From an optimization exercise on the open Yosys and OpenROAD flow, aimed at small area, a short achievable clock period and few clock cycles per item; shortcuts taken in it are not production practice.
In this exercise RTL edits were held to simulation tests only and were not proved equivalent to the original.

lane 1:
==> flow/design.v (excerpt) <==
module sx48_delta_engine (
    input  wire         clk,
    input  wire         rst,
    input  wire         in_valid,
    output wire         in_ready,
    input  wire [127:0] in_old,
    input  wire [127:0] in_new,
    input  wire [4:0]   in_n,         
    input  wire [3:0]   in_k,         
    input  wire [2:0]   in_m,         
    input  wire [3:0]   in_member,    
    input  wire [23:0]  in_unit,      
    output wire         out_valid,
    input  wire         out_ready,
    output wire         out_last,
    output wire [511:0] out_delta,    
    output wire [27:0]  out_stripe,
    output wire [3:0]   out_pos,
    output wire [15:0]  out_holder,   
    output wire [103:0] out_punit     
);
    reg        v0, v1, v2, v3;        
    reg        rdy;                   
    reg        f1, f2, f3;            
    reg  [1:0] ibeat;                 
    reg  [1:0] obeat;                 
    wire accept  = in_valid & ~v3;
    wire ifirst  = (ibeat == 2'd0);
    wire r0_load = ~v0 | out_ready;   
    wire r1_load = ~v1 | r0_load;
    wire r2_load = ~v2 | r1_load;
    wire r3_load = ~v3 | r2_load;
    assign in_ready  = rdy;
    assign out_valid = v0;
    assign out_last  = (obeat == 2'd3);
    always @(posedge clk) begin
        if (rst) begin
            v0    <= 1'b0;
            v1    <= 1'b0;
            v2    <= 1'b0;
            v3    <= 1'b0;
            rdy   <= 1'b1;
            ibeat <= 2'd0;
            obeat <= 2'd0;
        end else begin
            if (r0_load)
                v0 <= v1;
            if (r1_load)
                v1 <= v2;
            v2 <= r2_load ? (v3 | accept) : 1'b1;
            v3 <= ~r2_load & (v3 | accept);
            rdy <= r2_load | ~(v3 | accept);
            if (accept)
  ...
Size: roughly 7400 cells after synthesis, about 970 I/O pins, about 83000 um^2 of cells after synthesis.
==> flow/config.mk <==
export PLATFORM = sky130hd
export DESIGN_NAME = sx48_delta_engine
export DESIGN_NICKNAME = sx48_delta_engine
export VERILOG_FILES = /design/flow/design.v
export SDC_FILE = /design/flow/constraint.sdc
export NUM_CORES = 8
export LEC_CHECK = 0
export CAP_MARGIN = 20
export CORE_MARGIN = 4
export CORE_UTILIZATION = 35
export PLACE_DENSITY = 0.4
export SLEW_MARGIN = 20
export SYNTH_HIERARCHICAL = 1
export SYNTH_MINIMUM_KEEP_SIZE = 0
==> flow/constraint.sdc <==
create_clock -name core_clock -period 90.0 [get_ports {clk}]
set_input_delay 18.0000 -clock core_clock [delete_from_list [all_inputs] [get_ports {clk}]]
set_output_delay 18.0000 -clock core_clock [all_outputs]
set_load 0.01 [all_outputs]
standard.sh (not shown) runs the stock make flow with config.mk's settings and CLKGATE_MAP_FILE= SYNTH_SCRIPT=/design/flow/synth_recipe.tcl, a recipe that flattens the netlist after the stock synthesis.
==> flow/flow/run.sh <==
#!/bin/bash
# Layout flow: the standard layout (standard.sh, unchanged synthesis) with
# these changes in how the layout is made:
#  - the port buffers are sky130_fd_sc_hd__buf_1 cells (BUFFER_PORTS_ARGS),
#    which timing repair may size up;
#  - the pins keep at least 3 routing tracks apart (PLACE_PINS_ARGS), which
#    eases routing next to the die edges;
#  - global routing reserves more of met1 and met2 for pin access
#    (flow/fastroute.tcl in place of the platform's), which eases detailed
#    routing;
#  - clock tree synthesis clusters up to 20 flip-flops within 80 um on each
#    leaf buffer (CTS_ARGS), for a smaller tree of the same cells;
#  - timing repair aims for a setup slack margin of 70.5 ns at the design's
#    90 ns clock, so it builds the buffer trees of the high-fanout enables
#    for speed rather than only for slew.
# The constraints (constraint.sdc) and the clock period are the design's.
# make's full output goes to flow_make.log here; ORFS writes each step's log
# under orfs/logs/.
set -euo pipefail
here=$(pwd)
bash standard.sh \
  SETUP_SLACK_MARGIN=70.5 \
  "BUFFER_PORTS_ARGS=-buffer_cell sky130_fd_sc_hd__buf_1" \
  "PLACE_PINS_ARGS=-min_distance 3 -min_distance_in_tracks" \
  "FASTROUTE_TCL=$here/flow/fastroute.tcl" \
  "CTS_ARGS=-sink_clustering_enable -repair_clock_nets -sink_clustering_size 20 -sink_clustering_max_diameter 80 -buf_list sky130_fd_sc_hd__clkbuf_16" \
  finish > flow_make.log 2>&1
==> flow/flow/fastroute.tcl <==
# Global routing: reserve more of met1 and met2 for pin access, so the
# global router sends more of the wiring to the upper layers.
set_global_routing_layer_adjustment met1 0.45
set_global_routing_layer_adjustment met2 0.35
set_global_routing_layer_adjustment met3-$::env(MAX_ROUTING_LAYER) 0.2

set_routing_layers -clock $::env(MIN_CLK_ROUTING_LAYER)-$::env(MAX_ROUTING_LAYER)
set_routing_layers -signal $::env(MIN_ROUTING_LAYER)-$::env(MAX_ROUTING_LAYER)
Testbench counts of lane 1, summed over its fixed seeds: cycles 9,624, lines 2,400.
## Diff of input files: lane 2 against lane 1
diff --git a/flow/design.v b/flow/design.v
--- a/flow/design.v
+++ b/flow/design.v
@@ -130,18 +130,13 @@
         for (st = 3; st >= 0; st = st - 1)
             div4(pl_j, hdr_u[2*st +: 2], hdr_k, db_q[2*st +: 2], pl_j);
     end
     wire [23:0] pl_q  = {mid_q, db_q};
     wire [4:0]  pl_d  = {1'b0, hdr_i} - {1'b0, pl_j};
     wire [4:0]  pl_b  = pl_d[4] ? pl_d + hdr_n : pl_d;
-    wire [27:0] pl_s  = (hdr_n[0] ? {4'd0, pl_q}       : 28'd0)
-                      + (hdr_n[1] ? {3'd0, pl_q, 1'b0} : 28'd0)
-                      + (hdr_n[2] ? {2'd0, pl_q, 2'b0} : 28'd0)
-                      + (hdr_n[3] ? {1'd0, pl_q, 3'b0} : 28'd0)
-                      + (hdr_n[4] ? {pl_q, 4'b0}       : 28'd0)
-                      + {23'd0, pl_b};
+    wire [27:0] pl_s  = pl_q * hdr_n + pl_b;
     wire [25:0] pl_q3 = {2'd0, pl_q} + {1'b0, pl_q, 1'b0};
     wire [25:0] pl_qm = hdr_m[2]        ? {pl_q, 2'b00} :
                         hdr_m[1:0] == 2'd3 ? pl_q3 :
                         hdr_m[1]        ? {1'b0, pl_q, 1'b0} : {2'd0, pl_q};
     reg  [3:0]  pl_h [0:3];
     reg  [5:0]  pl_t;
### Flow results
Lane 2 finished all stages; the layout is clean. Relative area of clock buffers and inverters in the final design (lane 2 over lane 1): increase, 0.17 points. Lane 2 vs lane 1 — iteration count of the initial detailed-routing pass dropped by a little under 10%. Proportion of layout cells with a drive suffix above 1 of lane 2 is on par with lane 1. In the reports for lane 1 and lane 2, the larger detailed placement HPWL belongs to lane 2.
Testbench counts of lane 2, summed over its fixed seeds: cycles 9,624, lines 2,400.

sx48_delta_engine with an RTL version that a note above also has.
For scale: roughly 84,000 um^2 of cells after synthesis.
Design sx48_delta_engine, start of the top module:
module sx48_delta_engine (
    input  wire         clk,
    input  wire         rst,
    input  wire         in_valid,
    output wire         in_ready,
    input  wire [127:0] in_old,
    input  wire [127:0] in_new,
    input  wire [4:0]   in_n,         
    input  wire [3:0]   in_k,         
    input  wire [2:0]   in_m,         
    input  wire [3:0]   in_member,    
    input  wire [23:0]  in_unit,      
    output wire         out_valid,
    input  wire         out_ready,
    output wire         out_last,
    output wire [511:0] out_delta,    
    output wire [27:0]  out_stripe,
    output wire [3:0]   out_pos,
    output wire [15:0]  out_holder,   
    output wire [103:0] out_punit     
);
==> module sx48_delta_engine, before the edit <==
module sx48_delta_engine (
    input  wire         clk,
    input  wire         rst,
    input  wire         in_valid,
    output wire         in_ready,
    input  wire [127:0] in_old,
    input  wire [127:0] in_new,
    input  wire [4:0]   in_n,         
    input  wire [3:0]   in_k,         
    input  wire [2:0]   in_m,         
    input  wire [3:0]   in_member,    
    input  wire [23:0]  in_unit,      
    output wire         out_valid,
    input  wire         out_ready,
    output wire         out_last,
    output wire [511:0] out_delta,    
    output wire [27:0]  out_stripe,
    output wire [3:0]   out_pos,
    output wire [15:0]  out_holder,   
    output wire [103:0] out_punit     
);
    reg        v0, v1, v2, v3;        
    reg        rdy;                   
    reg        f1, f2, f3;            
    reg  [1:0] ibeat;                 
    reg  [1:0] obeat;                 
    wire accept  = in_valid & ~v3;
    wire ifirst  = (ibeat == 2'd0);
    wire r0_load = ~v0 | out_ready;   
    wire r1_load = ~v1 | r0_load;
    wire r2_load = ~v2 | r1_load;
    wire r3_load = ~v3 | r2_load;
    assign in_ready  = rdy;
    assign out_valid = v0;
    assign out_last  = (obeat == 2'd3);
    always @(posedge clk) begin
        if (rst) begin
            v0    <= 1'b0;
            v1    <= 1'b0;
            v2    <= 1'b0;
            v3    <= 1'b0;
            rdy   <= 1'b1;
            ibeat <= 2'd0;
            obeat <= 2'd0;
        end else begin
            if (r0_load)
                v0 <= v1;
            if (r1_load)
                v1 <= v2;
            v2 <= r2_load ? (v3 | accept) : 1'b1;
            v3 <= ~r2_load & (v3 | accept);
            rdy <= r2_load | ~(v3 | accept);
            if (accept)
                ibeat <= ibeat + 2'd1;
            if (v0 & out_ready)
                obeat <= obeat + 2'd1;
        end
    end
    always @(posedge clk) begin
        if (r1_load)
            f1 <= f2;
        if (r2_load)
            f2 <= v3 ? f3 : ifirst;
        if (r3_load)
            f3 <= ifirst;
    end
    wire [127:0] din = in_old ^ in_new;
    reg  [127:0] r1, r2, r3;
    reg  [511:0] r0;                  
    always @(posedge clk) begin
        if (r0_load)
            r0 <= scaled;
        if (r1_load)
            r1 <= r2;
        if (r2_load)
            r2 <= v3 ? r3 : din;
        if (r3_load)
            r3 <= din;
    end
    reg [23:0] hdr_u;
    reg [3:0]  hdr_k;
    reg [4:0]  hdr_n;
    reg [2:0]  hdr_m;
    reg [3:0]  hdr_i;
    always @(posedge clk) begin
        if (ifirst) begin
            hdr_u <= in_unit;
            hdr_k <= in_k;
            hdr_n <= in_n;
            hdr_m <= in_m;
            hdr_i <= in_member;
        end
    end
    task automatic div4(input [3:0] r, input [1:0] b, input [3:0] k,
                        output [1:0] d, output [3:0] rn);
        reg [5:0] t, k1, k2, k3;
        reg c1, c2, c3;
        begin
            t  = {r, b};
            k1 = {2'd0, k};
            k2 = {1'b0, k, 1'b0};
            k3 = k1 + k2;
            c1 = t >= k1;
            c2 = t >= k2;
            c3 = t >= k3;
            d  = {c2, c3 | (c1 & ~c2)};
            rn = c2 ? (c3 ? t - k3 : t - k2) : (c1 ? t - k1 : t);
        end
    endtask
    reg  [15:0] da_q;
    reg  [3:0]  da_r;
    integer st;
    always @(*) begin
        da_r = 4'd0;
        for (st = 11; st >= 4; st = st - 1)
            div4(da_r, hdr_u[2*st +: 2], hdr_k, da_q[2*st-8 +: 2], da_r);
    end
    reg [15:0] mid_q;
    reg [3:0]  mid_r;
    always @(posedge clk) begin
        if (r1_load & v2 & f2) begin
            mid_q <= da_q;
            mid_r <= da_r;
        end
    end
    reg  [7:0]  db_q;
    reg  [3:0]  pl_j;
    always @(*) begin
        pl_j = mid_r;
        for (st = 3; st >= 0; st = st - 1)
            div4(pl_j, hdr_u[2*st +: 2], hdr_k, db_q[2*st +: 2], pl_j);
    end
    wire [23:0] pl_q  = {mid_q, db_q};
    wire [4:0]  pl_d  = {1'b0, hdr_i} - {1'b0, pl_j};
    wire [4:0]  pl_b  = pl_d[4] ? pl_d + hdr_n : pl_d;
    wire [27:0] pl_s  = pl_q * hdr_n + pl_b;
    wire [25:0] pl_q3 = {2'd0, pl_q} + {1'b0, pl_q, 1'b0};
    wire [25:0] pl_qm = hdr_m[2]        ? {pl_q, 2'b00} :
                        hdr_m[1:0] == 2'd3 ? pl_q3 :
                        hdr_m[1]        ? {1'b0, pl_q, 1'b0} : {2'd0, pl_q};
    reg  [3:0]  pl_h [0:3];
    reg  [5:0]  pl_t;
    integer p;
    always @(*) begin
        for (p = 0; p < 4; p = p + 1) begin
            pl_t = pl_b + hdr_k + p;
            pl_h[p] = (pl_t >= hdr_n) ? pl_t - hdr_n : pl_t;
        end
    end
    wire [3:1]   pl_e  = {hdr_m > 3'd3, hdr_m > 3'd2, hdr_m > 3'd1};
    wire [103:0] pl_pu = {pl_e[3] ? {pl_qm[25:2], 2'd3} : 26'd0,
                          pl_e[2] ? pl_qm + 26'd2 : 26'd0,
                          pl_e[1] ? pl_qm + 26'd1 : 26'd0,
                          pl_qm};
    reg [27:0] res_s;
    reg [3:0]  res_j;
    reg [3:1]  res_e;                 
    reg [15:0] res_h;
    reg [103:0] res_pu;
    always @(posedge clk) begin
        if (r0_load & v1 & f1) begin
            res_s  <= pl_s;
            res_j  <= pl_j;
            res_e  <= pl_e;
            res_pu <= pl_pu;
            res_h  <= {hdr_m > 3'd3 ? pl_h[3] : 4'd0,
                       hdr_m > 3'd2 ? pl_h[2] : 4'd0,
                       hdr_m > 3'd1 ? pl_h[1] : 4'd0,
                       pl_h[0]};
        end
    end
    assign out_stripe = res_s;
    assign out_pos    = res_j;
    assign out_holder = res_h;
    assign out_punit  = res_pu;
    wire [3:0]   gf_j = f1 ? pl_j : res_j;
    wire [3:1]   gf_e = f1 ? pl_e : res_e;
    reg  [13:0]  gf_jh;               
    always @(*)
        for (p = 0; p < 14; p = p + 1)
            gf_jh[p] = (gf_j == p);
    wire [383:0] sel;                 
    sx48_gf_sel u_sel (.jh(gf_jh), .e(gf_e), .sel(sel));
    wire [511:0] scaled;
    assign scaled[127:0] = r1;
    wire [63:0] pxor;
    sx48_pair_xor u_pxor (.d(r1), .x(pxor));
    genvar gp, gc, gr, gh;
    generate
        for (gp = 1; gp < 4; gp = gp + 1) begin : lane
            for (gc = 0; gc < 16; gc = gc + 1) begin : byte_
                wire [7:0] d = r1[8*gc +: 8];
                wire [3:0] dx = pxor[4*gc +: 4];
                for (gr = 0; gr < 8; gr = gr + 1) begin : bit_
                    wire [3:0] term;
                    for (gh = 0; gh < 4; gh = gh + 1) begin : pair
                        wire [2:0] s = sel[96*gp + 12*gr + 3*gh +: 3];
                        assign term[gh] = (s[0] & d[2*gh])
                                        | (s[1] & d[2*gh+1])
                                        | (s[2] & dx[gh]);
                    end
                    assign scaled[128*gp + 8*gc + gr] = ^term;
                end
            end
        end
    endgenerate
    assign out_delta = r0;
endmodule
Settings: LEC_CHECK=0, CAP_MARGIN=20, CORE_MARGIN=4, CORE_UTILIZATION=35, PLACE_DENSITY=0.4, SLEW_MARGIN=20, SYNTH_HIERARCHICAL=1, SYNTH_MINIMUM_KEEP_SIZE=0; clock period 90.0 ns.
==> flow/flow/run.sh <==
#!/bin/bash
# Layout flow: the standard layout (standard.sh, unchanged synthesis) with
# these changes in how the layout is made:
#  - the port buffers are sky130_fd_sc_hd__buf_2 cells (BUFFER_PORTS_ARGS);
#  - the pins keep at least 3 routing tracks apart (PLACE_PINS_ARGS), which
#    eases routing next to the die edges;
#  - global routing reserves more of met1 and met2 for pin access
#    (flow/fastroute.tcl in place of the platform's), which eases detailed
#    routing;
#  - clock tree synthesis clusters up to 20 flip-flops within 80 um on each
#    leaf buffer (CTS_ARGS), for a smaller tree of the same cells;
#  - timing repair aims for a setup slack margin of 70.35 ns at the design's
#    90 ns clock, so it builds the buffer trees of the high-fanout enables
#    for speed rather than only for slew.
# The constraints (constraint.sdc) and the clock period are the design's.
# make's full output goes to flow_make.log here; ORFS writes each step's log
# under orfs/logs/.
set -euo pipefail
here=$(pwd)
bash standard.sh \
  SETUP_SLACK_MARGIN=70.35 \
  "BUFFER_PORTS_ARGS=-buffer_cell sky130_fd_sc_hd__buf_2" \
  "PLACE_PINS_ARGS=-min_distance 3 -min_distance_in_tracks" \
  "FASTROUTE_TCL=$here/flow/fastroute.tcl" \
  "CTS_ARGS=-sink_clustering_enable -repair_clock_nets -sink_clustering_size 20 -sink_clustering_max_diameter 80 -buf_list sky130_fd_sc_hd__clkbuf_16" \
  finish > flow_make.log 2>&1
Scripts as last shown in full above: flow/flow/fastroute.tcl
Testbench counts at the start, summed over its fixed seeds: cycles 9,624, lines 2,400.
Edit:
--- a/flow/design.v
+++ b/flow/design.v
@@ -117,10 +117,20 @@
     end
     reg [15:0] mid_q;
     reg [3:0]  mid_r;
+    reg [7:0]  mid_u;
+    reg [3:0]  mid_k;
+    reg [4:0]  mid_n;
+    reg [2:0]  mid_m;
+    reg [3:0]  mid_i;
     always @(posedge clk) begin
         if (r1_load & v2 & f2) begin
             mid_q <= da_q;
             mid_r <= da_r;
+            mid_u <= hdr_u[7:0];
+            mid_k <= hdr_k;
+            mid_n <= hdr_n;
+            mid_m <= hdr_m;
+            mid_i <= hdr_i;
         end
     end
     reg  [7:0]  db_q;
@@ -128,44 +138,42 @@
     always @(*) begin
         pl_j = mid_r;
         for (st = 3; st >= 0; st = st - 1)
-            div4(pl_j, hdr_u[2*st +: 2], hdr_k, db_q[2*st +: 2], pl_j);
+            div4(pl_j, mid_u[2*st +: 2], mid_k, db_q[2*st +: 2], pl_j);
     end
     wire [23:0] pl_q  = {mid_q, db_q};
-    wire [4:0]  pl_d  = {1'b0, hdr_i} - {1'b0, pl_j};
-    wire [4:0]  pl_b  = pl_d[4] ? pl_d + hdr_n : pl_d;
-    wire [27:0] pl_s  = pl_q * hdr_n + pl_b;
+    wire [4:0]  pl_d  = {1'b0, mid_i} - {1'b0, pl_j};
+    wire [4:0]  pl_b  = pl_d[4] ? pl_d + mid_n : pl_d;
+    wire [27:0] pl_s  = pl_q * mid_n + pl_b;
     wire [25:0] pl_q3 = {2'd0, pl_q} + {1'b0, pl_q, 1'b0};
-    wire [25:0] pl_qm = hdr_m[2]        ? {pl_q, 2'b00} :
-                        hdr_m[1:0] == 2'd3 ? pl_q3 :
-                        hdr_m[1]        ? {1'b0, pl_q, 1'b0} : {2'd0, pl_q};
+    wire [25:0] pl_qm = mid_m[2]        ? {pl_q, 2'b00} :
+                        mid_m[1:0] == 2'd3 ? pl_q3 :
+                        mid_m[1]        ? {1'b0, pl_q, 1'b0} : {2'd0, pl_q};
     reg  [3:0]  pl_h [0:3];
     reg  [5:0]  pl_t;
     integer p;
     always @(*) begin
         for (p = 0; p < 4; p = p + 1) begin
-            pl_t = pl_b + hdr_k + p;
-            pl_h[p] = (pl_t >= hdr_n) ? pl_t - hdr_n : pl_t;
-        end
-    end
-    wire [3:1]   pl_e  = {hdr_m > 3'd3, hdr_m > 3'd2, hdr_m > 3'd1};
+            pl_t = pl_b + mid_k + p;
+            pl_h[p] = (pl_t >= mid_n) ? pl_t - mid_n : pl_t;
+        end
+    end
+    wire [3:1]   pl_e  = {mid_m > 3'd3, mid_m > 3'd2, mid_m > 3'd1};
     wire [103:0] pl_pu = {pl_e[3] ? {pl_qm[25:2], 2'd3} : 26'd0,
                           pl_e[2] ? pl_qm + 26'd2 : 26'd0,
                           pl_e[1] ? pl_qm + 26'd1 : 26'd0,
                           pl_qm};
     reg [27:0] res_s;
     reg [3:0]  res_j;
-    reg [3:1]  res_e;                 
     reg [15:0] res_h;
     reg [103:0] res_pu;
     always @(posedge clk) begin
         if (r0_load & v1 & f1) begin
             res_s  <= pl_s;
             res_j  <= pl_j;
-            res_e  <= pl_e;
             res_pu <= pl_pu;
-            res_h  <= {hdr_m > 3'd3 ? pl_h[3] : 4'd0,
-                       hdr_m > 3'd2 ? pl_h[2] : 4'd0,
-                       hdr_m > 3'd1 ? pl_h[1] : 4'd0,
+            res_h  <= {mid_m > 3'd3 ? pl_h[3] : 4'd0,
+                       mid_m > 3'd2 ? pl_h[2] : 4'd0,
+                       mid_m > 3'd1 ? pl_h[1] : 4'd0,
                        pl_h[0]};
         end
     end
@@ -173,14 +181,12 @@
     assign out_pos    = res_j;
     assign out_holder = res_h;
     assign out_punit  = res_pu;
-    wire [3:0]   gf_j = f1 ? pl_j : res_j;
-    wire [3:1]   gf_e = f1 ? pl_e : res_e;
-    reg  [13:0]  gf_jh;               
+    reg  [13:0]  pl_jh;               
     always @(*)
         for (p = 0; p < 14; p = p + 1)
-            gf_jh[p] = (gf_j == p);
+            pl_jh[p] = (pl_j == p);
     wire [383:0] sel;                 
-    sx48_gf_sel u_sel (.jh(gf_jh), .e(gf_e), .sel(sel));
+    sx48_gf_sel u_sel (.jh(pl_jh), .e(pl_e), .sel(sel));
     wire [511:0] scaled;
     assign scaled[127:0] = r1;
     wire [63:0] pxor;
The changed run finished clean.
Critical path depth increases by 6.
Sequential cell count increases by 22.
Worst hold slack loses 0.0065 ns.
Routed wire length hardly moves.
Cell count hardly moves.
Worst setup slack gains 0.13 ns.
Non-clock buffer count decreases by 7.
Die area increases slightly.
Maximum frequency increases slightly.
Testbench counts after the change, summed over its fixed seeds: cycles 9,624, lines 2,400.

==> port drivers added, routing unchanged <==
The results above use ideal ports. As a check the final layouts listed here were re-extracted and re-timed, cells and wires unchanged.
Step 1, drivers: a clkbuf_16 drives clk and a buf_2 each remaining input, both assumed.
Step 2 moves the port delays by t, midway between the first and last clock arrival at a register: inputs arrive t later, outputs are due t later. That takes back most of the time a late clock gives input paths.
Slacks: ideal / step 1 / step 2; pairs: ideal / step 1.
run | t, ns | slack for setup (ns) | worst register clock-pin slew, ns
lane 1 | 0.844 | 70.407 / 70.304 / 69.843 | 0.09 / 0.09
lane 2 | 0.856 | 70.421 / 70.317 / 69.793 | 0.09 / 0.09
the first run of note 2 | 0.883 | 70.228 / 70.123 / 69.623 | 0.09 / 0.09
the second run of note 2 | 0.843 | 70.360 / 70.356 / 69.597 | 0.09 / 0.09
After both steps setup and hold are still met in every run listed. For the second run of note 2, which loses most, drivers alone change the setup slack by -0.004 ns; drivers and shift together by -0.763 ns.
